This design comes from an exercise in tuning for small area, a short achievable clock period and few clock cycles per item on the open sky130 flow, not from production work. Function was checked by simulation only, so behaviour that the tests miss may differ from the original.

==> flow/design.v (excerpt) <==
module intake_corr (
    input  wire        clk,
    input  wire        rst,
    input  wire [15:0] cfg_gain_l,
    input  wire [15:0] cfg_gain_s,
    input  wire [15:0] cfg_ratio,
    input  wire [15:0] cfg_satlo,
    input  wire [3:0]  cfg_bw,
    input  wire [3:0]  cfg_os,
    input  wire [3:0]  cfg_gs,
    input  wire        in_valid,
    output wire        in_ready,
    input  wire [15:0] in_long,
    input  wire [15:0] in_short,
    input  wire [15:0] in_dark,
    input  wire [15:0] in_gain,
    output wire        out_valid,
    input  wire        out_ready,
    output wire [15:0] out_pix
);
    reg [15:0] c_gl, c_gs, c_satlo;
    reg [3:0]  c_bw, c_os, c_gsh;
    reg [7:0]  c_rl;       
    reg [14:0] c_rflat;    
    always @(posedge clk) begin
        c_gl    <= cfg_gain_l;
        c_gs    <= cfg_gain_s;
        c_satlo <= cfg_satlo;
        c_bw    <= cfg_bw;
        c_os    <= cfg_os;
  ...
Size: about 4,800 cells after synthesis, roughly 52,000 um2 of cells after synthesis.
Settings: LEC_CHECK=0, CAP_MARGIN=20, CORE_MARGIN=2, CORE_UTILIZATION=55, SLEW_MARGIN=20, SYNTH_HIERARCHICAL=1, SYNTH_MINIMUM_KEEP_SIZE=0; clock period 22.0 ns.
standard.sh (not shown) runs the stock make flow with config.mk's settings and CLKGATE_MAP_FILE= SYNTH_SCRIPT=/design/flow/synth_recipe.tcl, a recipe that flattens the netlist after the stock synthesis.
==> flow/flow/run.sh <==
#!/bin/bash
# The standard layout (standard.sh: the standard flow's synthesis and ORFS flow, unchanged
# settings), with ORFS's timing repair asked to keep 15.5 ns of setup slack at
# the design's 22 ns clock, so that it speeds up the slowest paths.
set -eo pipefail
bash standard.sh SETUP_SLACK_MARGIN=15.5 finish > standard.log 2>&1
The starting point produced a clean layout.
Testbench counts at the start, summed over its fixed seeds: cycles 65,612, items 64,000.
Change:
==> flow/flow/run.sh (replaced) <==
#!/bin/bash
# The standard layout (standard.sh: the standard flow's synthesis and ORFS flow, unchanged
# settings), with ORFS's timing repair asked to keep 14 ns of setup slack at
# the design's 22 ns clock, so that it speeds up the slowest paths.
set -eo pipefail
bash standard.sh SETUP_SLACK_MARGIN=14 finish > standard.log 2>&1
Die area is unchanged.
Clock-buffer cell count falls by 7.
Core utilization is lower by 3.4 points.
Final cell count drops by a few percent.
Via count went down by a few percent.
Routed wire length goes down by a few percent.
Fmax fell by roughly a tenth.
Synthesized cell count is unchanged.
Global-route usage shrinks by 0.98 points.
Change:
==> flow/flow/run.sh (replaced) <==
#!/bin/bash
# The standard layout (standard.sh: the standard flow's synthesis and ORFS flow, unchanged
# settings), with ORFS's timing repair asked to keep 15 ns of setup slack at
# the design's 22 ns clock, so that it speeds up the slowest paths.
set -eo pipefail
bash standard.sh SETUP_SLACK_MARGIN=15 finish > standard.log 2>&1
Settings changed: CORE_UTILIZATION 55 to 40.
Outcome:
- setup slack gains 0.46 ns
- wire length grows by about 2.6%
- sequential share of layout area shrinks by 0.51 points
- fmax grows by 6.7%
- cell count grows by 9.3%
- flip-flop and latch count stays the same
- synthesized area is unchanged
- global-route usage shrinks by 7.8 points
- synthesized cell count stays the same
- core utilization shrinks by 15 points
Change:
==> flow/flow/run.sh (replaced) <==
#!/bin/bash
# The standard layout (standard.sh: the standard flow's synthesis and ORFS flow, unchanged
# settings), with ORFS's timing repair asked to keep 15.5 ns of setup slack at
# the design's 22 ns clock, so that it speeds up the slowest paths.
set -eo pipefail
bash standard.sh SETUP_SLACK_MARGIN=15.5 finish > standard.log 2>&1
Settings changed: CAP_MARGIN 20 to 5, CORE_UTILIZATION 40 to 55, SLEW_MARGIN 20 to 5.
What happened:
- The changed run completed without violations
- final area goes up by 2.9%
- routed wire length goes up by 2.2%
- clock-buffer cell count goes up by 6
- critical path depth goes up by 19
- worst setup slack improves by 0.32 ns
Change:
==> flow/flow/run.sh (replaced) <==
#!/bin/bash
# The standard layout (standard.sh: the standard flow's synthesis and ORFS flow, unchanged
# settings), with ORFS's timing repair asked to keep 15 ns of setup slack at
# the design's 22 ns clock, so that it speeds up the slowest paths.
set -eo pipefail
bash standard.sh SETUP_SLACK_MARGIN=15 finish > standard.log 2>&1
Settings changed: CAP_MARGIN 5 to 20, SLEW_MARGIN 5 to 20.
The changed run produced a clean layout. Die area stays the same. Setup slack loses 0.30 ns. Critical path depth stays the same. Non-clock buffer count went down by 98. Final area fell by 3.8%. First-iteration DRC count stays the same. Sequential share of layout area rises by 0.67 points. Global-route usage fell by 1.1 points.

## static timing again, ports no longer ideal
The results above use ideal ports. As a check the final layouts listed here were re-extracted and re-timed, cells and wires unchanged. Step 1 (the two cells are an assumption about what drives the block):
set clk [get_ports {clk}]
set_driving_cell -lib_cell sky130_fd_sc_hd__clkbuf_16 $clk
set_driving_cell -lib_cell sky130_fd_sc_hd__buf_2 [delete_from_list [all_inputs] $clk]
Step 2 adds t to the input delays and takes it off the output delays; t is the mean of the earliest and latest rising clock arrival at the registers after step 1. Input paths then give back, and output paths get back, about the clock's delay inside the block. Slacks: no drivers / after step 1 / after step 2; pairs: no drivers / after step 1.
| run | t (ns) | setup slack, ns | worst register clock-pin slew, ns |
|---|---|---|---|
| the first run | 0.730 | 15.527 / 15.499 / 15.527 | 0.07 / 0.07 |
| the second run | 0.712 | 14.755 / 14.755 / 14.755 | 0.07 / 0.07 |
| the third run | 0.693 | 15.210 / 15.137 / 15.228 | 0.08 / 0.08 |
| the fourth run | 0.730 | 15.527 / 15.499 / 15.527 | 0.07 / 0.07 |
| the fifth run | 0.714 | 15.231 / 15.170 / 15.231 | 0.07 / 0.07 |
After both steps every run listed still meets setup and hold.
